Source: an optimization exercise on an open RTL-to-GDS flow (aim: small area and a short achievable clock period). Production flows keep margins and buffers that such runs may drop.
In this exercise RTL edits were held to simulation tests only and were not proved equivalent to the original.
Power and IR drop assume default switching activity.

**config.mk**
```make
export PLATFORM = sky130hd
export DESIGN_NAME = squall_q0
export DESIGN_NICKNAME = squall_q0
export VERILOG_FILES = /design/flow/design.v
export SDC_FILE = /design/flow/constraint.sdc
export NUM_CORES = 4
export LEC_CHECK = 0
export CAP_MARGIN = 20
export CORE_MARGIN = 2
export CORE_UTILIZATION = 40
export SLEW_MARGIN = 20
```
**design.v**
```verilog
module squall_q0 #(
    parameter DEPTH = 32,
    parameter AW    = 5
) (
    input  wire        clk,
    input  wire        rst,           
    input  wire        ev_valid,
    input  wire [63:0] ev_time,
    input  wire [15:0] ev_code,
    input  wire [7:0]  ev_src,
    input  wire [7:0]  ev_count,
    input  wire [31:0] ev_arg,
    input  wire        fr_ready,
    output wire        fr_valid,
    output wire [63:0] fr_time,
    output wire [15:0] fr_code,
    output wire [7:0]  fr_src,
    output wire [7:0]  fr_count,
    output wire [31:0] fr_arg,
    output reg  [AW:0] level,
    input  wire        lost_clr,
    output reg  [31:0] lost
);
    reg [63:0] e_time  [0:DEPTH-1];
    reg [15:0] e_code  [0:DEPTH-1];
    reg [7:0]  e_src   [0:DEPTH-1];
    reg [7:0]  e_count [0:DEPTH-1];
    reg [31:0] e_arg   [0:DEPTH-1];
    reg [AW-1:0] head;
    reg [AW-1:0] tail;
    assign fr_valid = (level != 0);
    assign fr_time  = e_time[head];
    assign fr_code  = e_code[head];
    assign fr_src   = e_src[head];
    assign fr_count = e_count[head];
    assign fr_arg   = e_arg[head];
    wire pop   = fr_valid && fr_ready;
    wire space = (level != DEPTH) || pop;
    wire [7:0] in_count = (ev_count == 8'd0) ? 8'd1 : ev_count;
    wire [1:0] in_sev   = ev_code[11:10];
    reg [DEPTH-1:0]   slot_match;
    reg [1:0]         low_sev;       
    reg [DEPTH-1:0]   slot_low;
    reg [2*DEPTH-1:0] match_2x;
    reg [2*DEPTH-1:0] low_2x;
    reg [DEPTH-1:0]   age_match;     
    reg [DEPTH-1:0]   age_low;       
    reg               merge_hit;
    reg [AW-1:0]      merge_age;
    reg               repl_hit;
    reg [AW-1:0]      repl_age;
    integer i;
    always @* begin
        low_sev = 2'b00;
        for (i = 0; i < DEPTH; i = i + 1) begin
            slot_match[i] = (e_code[i] == ev_code) && (e_src[i] == ev_src);
            if (e_code[i][11:10] > low_sev)
                low_sev = e_code[i][11:10];
        end
        for (i = 0; i < DEPTH; i = i + 1)
            slot_low[i] = (e_code[i][11:10] == low_sev);
        match_2x  = {slot_match, slot_match} >> head;
        low_2x    = {slot_low, slot_low} >> head;
        age_match = match_2x[DEPTH-1:0];
        age_low   = low_2x[DEPTH-1:0];
        merge_hit = 1'b0;
        merge_age = {AW{1'b0}};
        for (i = 0; i < DEPTH; i = i + 1)
            if (age_match[i]) begin
                merge_hit = 1'b1;
                merge_age = i[AW-1:0];      
            end
        repl_hit = 1'b0;
        repl_age = {AW{1'b0}};
        for (i = DEPTH - 1; i >= 0; i = i - 1)
            if (age_low[i]) begin
                repl_hit = 1'b1;
                repl_age = i[AW-1:0];       
            end
    end
    wire [AW-1:0] merge_idx = head + merge_age;
    wire [AW-1:0] repl_idx  = head + repl_age;
    wire do_append  = ev_valid && space;
    wire do_merge   = ev_valid && !space && merge_hit;
    wire do_replace = ev_valid && !space && !merge_hit && repl_hit && (low_sev >= in_sev);
    wire do_lose    = ev_valid && !space;
    wire [AW-1:0] wr_idx = do_append ? tail : repl_idx;
    wire          wr_en  = do_append || do_replace;
    always @(posedge clk) begin
        if (wr_en) begin
            e_time[wr_idx]  <= ev_time;
            e_code[wr_idx]  <= ev_code;
            e_src[wr_idx]   <= ev_src;
            e_count[wr_idx] <= in_count;
            e_arg[wr_idx]   <= ev_arg;
        end else if (do_merge) begin
            if (e_count[merge_idx] != 8'hFF)
                e_count[merge_idx] <= e_count[merge_idx] + 8'd1;
        end
    end
    always @(posedge clk) begin
        if (rst) begin
            head  <= {AW{1'b0}};
            tail  <= {AW{1'b0}};
            level <= {(AW+1){1'b0}};
            lost  <= 32'd0;
        end else begin
            if (pop)
                head <= head + 1'b1;
            if (do_append)
                tail <= tail + 1'b1;
            level <= level + {{AW{1'b0}}, do_append} - {{AW{1'b0}}, pop};
            if (lost_clr)
                lost <= {31'd0, do_lose};
            else if (do_lose && lost != 32'hFFFF_FFFF)
                lost <= lost + 32'd1;
        end
    end
endmodule
```
**constraint.sdc**
```tcl
create_clock -name core_clock -period 36.0 [get_ports {clk}]
set_input_delay 7.2000 -clock core_clock [delete_from_list [all_inputs] [get_ports {clk}]]
set_output_delay 7.2000 -clock core_clock [all_outputs]
set_load 0.01 [all_outputs]
```
**run.sh**
```bash
#!/bin/bash
# synth_recipe.tcl (not shown) runs the flow's synth.tcl, then flattens the netlist and writes it again
# the make line also repeats each setting of config.mk as NAME=value (left out here)
make -C /OpenROAD-flow-scripts/flow DESIGN_CONFIG=/design/flow/config.mk WORK_HOME=/design/flow/orfs CLKGATE_MAP_FILE= SYNTH_SCRIPT=/design/flow/synth_recipe.tcl finish
```
==> flow_metrics.py, run 1 <==
metrics = {
    "yosys": {
        "ys_async_sr_fraction": 0,
        "yosysWarnings": 1,
        "yosys-top-cells-count": "edfxtp_1 (4096), mux4_2 (1376), xor2_1 (514)",
        "ys_top_cells_by_area": "edfxtp_1 (68%), mux4_2 (17%), xor2_1 (2.5%)",
        "synth_most_common_cell": "edfxtp_1",
        "synth_top_area_frac": 0.682,
        "synth_cells": 9172,
        "yosys_register_bits": 4149,
        "yosysSeqAreaShare": 0.688,
        "avgSynthCellArea_um2": 19.7,
        "syn_nets": 9425,
        "synth_area_leader_cell": "edfxtp_1",
        "syn_area_um2": 180000,
        "synth_edf_count": 4096,
        "synth_flop_cell": "edfxtp_1",
        "synth_cell_types": 96,
    },
    "setup_path": {
        "arrival_ns": 34.07,
        "r2r_start": "e_code[1][11]",
        "slowest_delay_ns": 0.56,
        "crit_path_end": "e_code[20][4]",
        "critPathLaunchType": "flop",
        "crit_path_start": "e_code[1][11]",
        "reg2reg_to": "e_code[20][4]",
        "crit_top_cell": "ha_1",
        "critPathBufInv": 12,
        "criticalPathCategory": "flop to flop",
        "cpMaxStageDelayCell": "o21ai_0",
        "cp_max_fo": 28,
        "r2r_setup_slack_ns": 2.51,
        "r2r_cells": 173,
        "cp.depth": 173,
        "cp_top_family": "compound AO/OA/AOI/OAI gates",
        "end_kind": "flop",
        "critPathRequiredTime_ns": 36.59,
    },
    "floorplanning": {
        "row_count": 246,
        "start_util": 0.402,
        "die_area_um2": 456000,
        "die_w_um": 675,
        "core-area_um2": 449000,
        "pin_count": 300,
        "die_y_um": 675,
    },
    "power": {
        "peakVddDrop_mv": 0.100,
        "p_switching_uw": 4270,
        "combinationalPowerShare": 0.293,
        "power_leakage_uw": 0.0655,
        "p_per_area_nw_per_um2": 67.2,
        "clkPwrFrac": 0.312,
        "power_frac_seq": 0.395,
        "p_int_uw": 9870,
        "swShare": 0.302,
        "finalPower_uw": 14100,
    },
    "drt": {
        "dr.pass1.iters": 5,
        "via_count": 98095,
        "drcViolationCount": 0,
        "ant_nets": 0,
        "viasPerCell": 6.00,
        "totalWireLength_um": 560000,
        "first_iter_violations": 12701,
        "wl_per_cell_um": 34.3,
    },
    "sta": {
        "tightest_slew_ns": 1.21,
        "rsz0062_at_grt": "false",
        "finalSetupTns_ns": 0,
        "fin_crit_ns": 33.49,
        "setup_viol": 0,
        "finalCritPeriodShare": 0.930,
        "maxSlewHeadroom": 0.188,
        "timing.fmax_mhz": 29.9,
        "final-max-slew-violation-count": 0,
        "skew_ns": 0.106,
        "finalHoldViolCount": 0,
    },
    "clocking": {
        "hold_buffers": 0,
        "root_buffer": "clkbuf_16",
        "h-tree-depth": 5,
        "cts.clk_slew.worst_paths_ns": 0.06,
        "cts_tree": "done",
        "clockBufferDepth": 4,
        "cts_buffers": 422,
        "clock_sinks": 4149,
        "clkLatencyLatePin_ns": 1.00,
    },
    "placed_design": {
        "numPortBuffers": 299,
        "dp_hpwl_um": 378000,
        "place_congestion": 0.936,
    },
    "min_path": {
        "worstHoldStart": "lost[5]",
        "min_path_type": "flop to flop",
    },
    "run": {
        "cap_violations": 0,
    },
    "global_route": {
        "grt_pass1_vias": 98006,
        "grt_use_total": 0.243,
        "antenna_found_initial": 54,
        "grt_max_degree": 134,
        "grt_pass1_wl_um": 784000,
        "gr-total-overflow": 0,
    },
    "final_layout": {
        "finalNetCount": 10276,
        "drive_above_1_share": 0.292,
        "area_growth_pct": 16.8,
    },
    "run_status": {
        "outcome": "complete, no violations",
    },
}
final cells by class:
| cell class | instances | area, um2 |
|---|---|---|
| well taps | 5952 | 7450 |
| repair buffers | 972 | 10800 |
| diodes | 16 | 40.0 |
| flip-flops and latches | 4149 | 124000 |
| clock buffers | 516 | 11000 |
| multi-input cells | 4369 | 54000 |
| clock inverters | 264 | 2820 |
| fillers | 37063 | 238000 |
| inverters | 109 | 412 |
worst reg2reg max path, delay by kind of cell (launching register included):
| kind | cells | cell delay [ns] |
|---|---|---|
| AO/OA/AOI/OAI | 52 | 11.27 |
| XOR/XNOR | 1 | 0.14 |
| adder cells (fa/ha/maj) | 32 | 8.38 |
| buffers and inverters | 12 | 1.68 |
| flip-flops | 1 | 0.45 |
| multiplexers | 12 | 4.01 |
| AND/OR/NAND/NOR | 64 | 7.20 |
cell usage in the layout, fill, tap and decap left out, types with 38 or more instances in the layout:
cell type / netlist / final
clkdlybuf4s50_1: 0 / 240
buf_4: 37 / 447
a211oi_1: 41 / 40
o22ai_1: 40 / 38
bufinv_16: 0 / 48
buf_2: 73 / 43
ha_1: 117 / 115
clkinv_1: 1 / 91
clkbuf_16: 0 / 426
nand4_1: 116 / 116
inv_1: 104 / 102
nor4_1: 138 / 124
clkbuf_1: 318 / 87
xor2_1: 514 / 513
nor3_1: 58 / 58
o21ai_0: 106 / 100
clkinv_2: 0 / 81
buf_12: 0 / 238
nand3_1: 108 / 108
nor2_1: 253 / 221
a21oi_1: 85 / 83
dfxtp_1: 53 / 43
nand2_1: 203 / 203
xnor2_1: 356 / 355
edfxtp_1: 4096 / 4096
mux4_2: 1376 / 1376
mux2i_1: 123 / 122
mux2_2: 203 / 203
power by group through the flow:
stage          combinational (uW)  sequential, uW  clock (uW)
3_5_place_dp                 4160            5690           0
4_1_cts                      4180            5590        4470
5_1_grt                      4360            5600        4650
6_report                     4140            5590        4410
2_1_floorplan                2540            5680           0
3_3_place_gp                 4160            5690           0
metal layers:
| layer | part of all wire | global-route usage | routed length [um] |
|---|---|---|---|
| met1 | 0.40 | 0.332 | 224000 |
| met2 | 0.49 | 0.401 | 275000 |
| met3 | 0.072 | 0.0342 | 40400 |
| met4 | 0.038 | 0.0812 | 21400 |
| met5 | 0.00037 | 0 | 207 |
worst min-delay path by stage:
stage | end | cells past startpoint
5_1_grt | lost[5] | 2
2_1_floorplan | tail[1] | 2
6_report | lost[5] | 2
3_3_place_gp | lost[29] | 2
3_5_place_dp | lost[5] | 2
4_1_cts | lost[5] | 2
stage by stage:
stage	setup slack (ns)	std cells	hold slack (ns)	util	area (um2)
floorplan	1.71	9172	0.499	-	180000
CTS	1.97	16327	0.518	0.469	210000
global route	0.000302	16334	0.539	0.469	211000
finish	2.51	16347	0.519	0.469	211000
global placement	1.58	15547	0.490	0.438	197000
detailed placement	1.96	15547	0.509	0.438	197000
registers in the layout, indices dropped and copies added, names as in the netlist, named ones only:
name	count
e_time	2048
e_count	256
e_arg	1024
level	6
head	5
e_src	256
lost	32
tail	5
e_code	512
kinds of logic after synthesis:
family / count (synthesis) / share of synthesized area
buffers and inverters: 654 / 0.0150
multiplexers: 1704 / 0.192
XOR/XNOR: 871 / 0.0424
AND/OR/NAND/NOR: 1061 / 0.0298
flip-flops: 4149 / 0.688
adder cells (fa/ha/maj): 120 / 0.00845
AO/OA/AOI/OAI: 613 / 0.0246
repair_timing:
item,CTS,global route
gates resized for setup,0,16
buffers inserted,0,2
endpoints found under the setup margin,0,4096
==> run 2: changes to the inputs <==
==> design.v (replaced) <==
module squall_q0 #(
    parameter DEPTH = 32,
    parameter AW    = 5
) (
    input  wire        clk,
    input  wire        rst,           
    input  wire        ev_valid,
    input  wire [63:0] ev_time,
    input  wire [15:0] ev_code,
    input  wire [7:0]  ev_src,
    input  wire [7:0]  ev_count,
    input  wire [31:0] ev_arg,
    input  wire        fr_ready,
    output wire        fr_valid,
    output wire [63:0] fr_time,
    output wire [15:0] fr_code,
    output wire [7:0]  fr_src,
    output wire [7:0]  fr_count,
    output wire [31:0] fr_arg,
    output reg  [AW:0] level,
    input  wire        lost_clr,
    output reg  [31:0] lost
);
    reg [63:0] e_time  [0:DEPTH-1];
    reg [15:0] e_code  [0:DEPTH-1];
    reg [7:0]  e_src   [0:DEPTH-1];
    reg [7:0]  e_count [0:DEPTH-1];
    reg [31:0] e_arg   [0:DEPTH-1];
    reg [AW-1:0] head;
    reg [AW-1:0] tail;
    reg          full;
    assign fr_valid = (level != 0);
    assign fr_time  = e_time[head];
    assign fr_code  = e_code[head];
    assign fr_src   = e_src[head];
    assign fr_count = e_count[head];
    assign fr_arg   = e_arg[head];
    wire pop      = fr_valid && fr_ready;
    wire space    = !full || fr_ready;
    wire do_lose  = ev_valid && full && !fr_ready;
    wire [7:0] in_count = (ev_count == 8'd0) ? 8'd1 : ev_count;
    wire [1:0] in_sev   = ev_code[11:10];
    reg [DEPTH-1:0] has_sev3, has_sev2, has_sev1;
    reg [1:0]       low_sev;
    reg [DEPTH-1:0] slot_low;
    reg [DEPTH-1:0] at_head;         
    reg [DEPTH-1:0] below_tail;      
    reg [DEPTH-1:0] tail_oh;
    reg [DEPTH-1:0] low_hi;
    reg [DEPTH-1:0] repl_oh;         
    reg             any_hi;
    integer i;
    always @* begin
        for (i = 0; i < DEPTH; i = i + 1) begin
            has_sev3[i]   = (e_code[i][11:10] == 2'd3);
            has_sev2[i]   = (e_code[i][11:10] == 2'd2);
            has_sev1[i]   = (e_code[i][11:10] == 2'd1);
            at_head[i]    = (i >= head);
            below_tail[i] = (i < tail);
            tail_oh[i]    = (i == tail);
        end
        low_sev = (|has_sev3) ? 2'd3 : (|has_sev2) ? 2'd2 : (|has_sev1) ? 2'd1 : 2'd0;
        for (i = 0; i < DEPTH; i = i + 1)
            slot_low[i] = (e_code[i][11:10] == low_sev);
        low_hi = slot_low & at_head;
        any_hi = |low_hi;
        for (i = 0; i < DEPTH; i = i + 1)
            repl_oh[i] = any_hi ? (low_hi[i] && ((low_hi & ((32'd1 << i) - 32'd1)) == 0))
                                : (slot_low[i] && ((slot_low & ((32'd1 << i) - 32'd1)) == 0));
    end
    reg [DEPTH-1:0] match;
    reg [DEPTH-1:0] match_lo;
    reg             any_lo;
    reg [DEPTH-1:0] merge_oh;        
    always @* begin
        for (i = 0; i < DEPTH; i = i + 1)
            match[i] = (e_code[i] == ev_code) && (e_src[i] == ev_src);
        match_lo = match & below_tail;
        any_lo   = |match_lo;
        for (i = 0; i < DEPTH; i = i + 1)
            merge_oh[i] = any_lo ? (match_lo[i] && ((match_lo >> i) == 32'd1))
                                 : (match[i] && ((match >> i) == 32'd1));
    end
    wire merge_hit  = |match;
    wire repl_ok    = do_lose && !merge_hit && (low_sev >= in_sev);
    wire do_append  = ev_valid && space;
    wire do_merge   = do_lose && merge_hit;
    genvar g;
    generate
        for (g = 0; g < DEPTH; g = g + 1) begin : slot
            wire we  = (do_append && tail_oh[g]) || (repl_ok && repl_oh[g]);
            wire inc = do_merge && merge_oh[g];
            always @(posedge clk) begin
                if (we) begin
                    e_time[g] <= ev_time;
                    e_code[g] <= ev_code;
                    e_src[g]  <= ev_src;
                    e_arg[g]  <= ev_arg;
                end
                if (we)
                    e_count[g] <= in_count;
                else if (inc && e_count[g] != 8'hFF)
                    e_count[g] <= e_count[g] + 8'd1;
            end
        end
    endgenerate
    always @(posedge clk) begin
        if (rst) begin
            head  <= {AW{1'b0}};
            tail  <= {AW{1'b0}};
            full  <= 1'b0;
            level <= {(AW+1){1'b0}};
            lost  <= 32'd0;
        end else begin
            if (pop)
                head <= head + 1'b1;
            if (do_append)
                tail <= tail + 1'b1;
            level <= level + {{AW{1'b0}}, do_append} - {{AW{1'b0}}, pop};
            full  <= (level == DEPTH - 1) && do_append && !pop || full && !(pop && !do_append);
            if (lost_clr)
                lost <= {31'd0, do_lose};
            else if (do_lose && lost != 32'hFFFF_FFFF)
                lost <= lost + 32'd1;
        end
    end
endmodule
==> flow_metrics.py, run 2 <==
metrics = {
    "clocking": {
        "cts_buffers": 424,
        "cts_setup_buffers": 0,
        "h-tree-depth": 5,
        "cts_resized": 0,
        "root_buffer": "clkbuf_16",
        "clock_sinks": 4145,
        "hold_buffers": 0,
        "clockBufferDepth": 4,
        "clkLatencyLatePin_ns": 1.03,
        "cts_tree": "done",
        "cts.clk_slew.worst_paths_ns": 0.06,
    },
    "floorplanning": {
        "pin_count": 300,
        "die_area_um2": 423000,
        "core-area_um2": 416000,
        "die_w_um": 650,
        "die_y_um": 650,
        "start_util": 0.401,
        "row_count": 237,
    },
    "sta": {
        "fin_crit_ns": 14.74,
        "timing.fmax_mhz": 67.8,
        "tightest_slew_ns": 1.39,
        "finalHoldViolCount": 0,
        "final-max-slew-violation-count": 0,
        "rsz0062_at_grt": "false",
        "finalCritPeriodShare": 0.409,
        "finalSetupTns_ns": 0,
        "setup_viol": 0,
        "maxSlewHeadroom": 0.0705,
        "skew_ns": 0.107,
    },
    "final_layout": {
        "design_area_um2": 191000,
        "regArea_um2": 124000,
        "finalNetCount": 10575,
        "fillCellCount": 35609,
        "area_growth_pct": 14.2,
        "layout_common_cells": "edfxtp_1 (4096), a22oi_1 (666), a22o_1 (574)",
        "final_common_cell": "edfxtp_1",
        "largest_register": "e_time",
        "largest_registers": "e_time x2048, e_arg x1024, e_code x512",
        "largest_reg_flops": 2048,
        "multi_input_area_um2": 40500,
        "drive_above_1_share": 0.120,
        "instances_no_fill": 16333,
    },
    "drt": {
        "ant_nets": 0,
        "dr.pass1.iters": 9,
        "totalWireLength_um": 688000,
        "via_count": 110339,
        "wl_per_cell_um": 42.1,
        "first_iter_violations": 20012,
        "drcViolationCount": 0,
        "viasPerCell": 6.76,
    },
    "yosys": {
        "synth_edf_count": 4096,
        "syn_area_um2": 167000,
        "yosysSeqAreaShare": 0.742,
        "synth_area_leader_cell": "edfxtp_1",
        "synth_cell_types": 99,
        "syn_nets": 10225,
        "synth_flop_cell": "edfxtp_1",
        "ys_async_sr_fraction": 0,
        "yosys-top-cells-count": "edfxtp_1 (4096), a22oi_1 (666), a22o_1 (576)",
        "avgSynthCellArea_um2": 16.6,
        "synth_top_area_frac": 0.736,
        "synth_most_common_cell": "edfxtp_1",
        "yosysWarnings": 6,
        "synth_cells": 10038,
        "ys_top_cells_by_area": "edfxtp_1 (74%), a22o_1 (3.0%), a221oi_1 (3.0%)",
        "yosys_register_bits": 4145,
    },
    "placed_design": {
        "dpl_cell_area_um2": 177000,
        "dp.cells": 15457,
        "dp_hpwl_um": 406000,
        "numPortBuffers": 299,
        "place_congestion": 1.06,
    },
    "power": {
        "combinationalPowerShare": 0.117,
        "clkPwrFrac": 0.397,
        "p_int_uw": 8180,
        "swShare": 0.257,
        "finalPower_uw": 11000,
        "p_per_area_nw_per_um2": 57.7,
        "p_switching_uw": 2830,
        "power_leakage_uw": 0.0585,
        "power_frac_seq": 0.487,
        "peakVddDrop_mv": 0.0431,
    },
    "setup_path": {
        "critPathLaunchType": "flop",
        "end_kind": "primary output",
        "cp_max_fo": 49,
        "cpMaxStageDelayCell": "buf_4",
        "slowest_delay_ns": 0.72,
        "cp_cell_sequence": "ha_1 > and3_1 > ha_4 > a211oi_1 > o21ai_4 > buf_4 > buf_4 > buf_4 > buf_4 > nand4_1 > o32a_1 > clkdlybuf4s50_1",
        "criticalPathCategory": "flop to primary output",
        "arrival_ns": 7.54,
        "critPathRequiredTime_ns": 28.80,
        "crit_top_cell": "buf_4",
    },
    "min_path": {
        "min_path_type": "flop to flop",
    },
    "global_route": {
        "antenna_found_initial": 73,
        "gr-total-overflow": 0,
        "grt_max_degree": 104,
        "grt_pass1_wl_um": 923000,
        "grt_use_total": 0.316,
        "grt_pass1_vias": 103748,
    },
    "run": {
        "cap_violations": 0,
    },
    "run_status": {
        "outcome": "complete, no violations",
    },
}
-- run 2: changes by cell type after synthesis, moves of 64 or more --
cell	previous run	this run
mux4_2	1376	0
a22oi_1	14	666
a22o_1	6	576
a221oi_1	21	573
nand4_1	116	480
xnor2_1	356	531
clkbuf_1	318	447
a222oi_1	3	128
o32a_1	5	130
nand3_1	108	209
ha_1	117	53
-- run 2: power by group through the flow --
| stage | combinational [uW] | sequential [uW] | clock, uW |
|---|---|---|---|
| after floorplan | 448 | 5450 | 0 |
| after global placement | 1270 | 5460 | 0 |
| after detailed placement | 1270 | 5460 | 0 |
| after CTS | 1270 | 5360 | 4380 |
| after global routing | 1300 | 5350 | 4570 |
| final | 1280 | 5350 | 4360 |
-- run 2: routing by layer --
layer	share of wire	track usage	up-vias
li1	-	-	42474
met1	0.37	0.425	57195
met2	0.44	0.473	8971
met3	0.13	0.0810	1665
met4	0.061	0.163	34
met5	0.00034	0	-
-- run 2: through the flow --
step	hold slack (ns)	utilization	setup slack, ns
final	0.494	0.458	21.26
after global routing	0.550	0.458	21.29
after CTS	0.493	0.458	21.32
after global placement	0.473	0.425	20.82
after floorplan	0.455	-	20.87
after detailed placement	0.479	0.426	20.75
-- run 2: final timing paths --
| path | from | to | slack [ns] | cells past startpoint |
|---|---|---|---|---|
| hold reg to reg | full | full | 0.49 | 2 |
| setup reg to reg | e_code[10][10] | e_arg[16][1] | 26.91 | 16 |
| hold / removal | full | full | 0.49 | 2 |
| setup / recovery | head[0] | fr_time[36] | 21.26 | 12 |
-- run 2: final cells by class --
class / instances / share of cell area
Inverter: 86 / 0.00224
Clock buffer: 534 / 0.0587
Timing Repair Buffer: 603 / 0.0269
Multi-Input combinational cell: 5128 / 0.213
Antenna cell: 93 / 0.00122
Tap cell: 5497 / 0.0361
Clock inverter: 247 / 0.0124
Sequential cell: 4145 / 0.650
-- run 2: kinds of logic after synthesis --
family | after synthesis | share of synthesized area
AO/OA/AOI/OAI | 2410 | 0.120
adder cells (fa/ha/maj) | 54 | 0.00409
multiplexers | 251 | 0.0167
buffers and inverters | 765 | 0.0184
flip-flops | 4145 | 0.742
XOR/XNOR | 996 | 0.0522
AND/OR/NAND/NOR | 1417 | 0.0462
-- run 2: critical path, delay by kind of cell (launching register included) --
family | cells | cell delay [ns]
AOI/OAI and AO/OA | 3 | 0.77
adders and majority gates | 2 | 0.92
buffers and inverters | 5 | 3.04
DFF | 1 | 0.70
and+or+nand+nor | 2 | 0.88

## re-timing with driven ports
In the flow no input, the clock included, has a driving cell. The finished layouts below were timed again as built, in two steps. Step 1 (the two cells are an assumption about what drives the block):
set clk [get_ports {clk}]
set_driving_cell -lib_cell sky130_fd_sc_hd__clkbuf_16 $clk
set_driving_cell -lib_cell sky130_fd_sc_hd__buf_2 [delete_from_list [all_inputs] $clk]
Step 2, shift: input delay + t, output delay - t, t = (earliest + latest rising clock arrival at the registers) / 2. This alone moves slack from input paths to output paths. Slacks: ideal ports / drivers / drivers and shift; pairs: ideal ports / drivers.
| run | t (ns) | setup slack, ns | clock arrival spread, ns | worst slew at a driven data input, ns |
|---|---|---|---|---|
| run 1 | 1.057 | 2.514 / 2.514 / 2.514 | 0.107 / 0.106 | 0.28 |
| run 2 | 1.099 | 21.260 / 21.134 / 20.269 | 0.107 / 0.107 | 0.53 |
After both steps setup and hold are still met in every run listed. The setup slack of run 2, which loses most, moves by -0.126 ns with the drivers and by -0.991 ns with both steps.
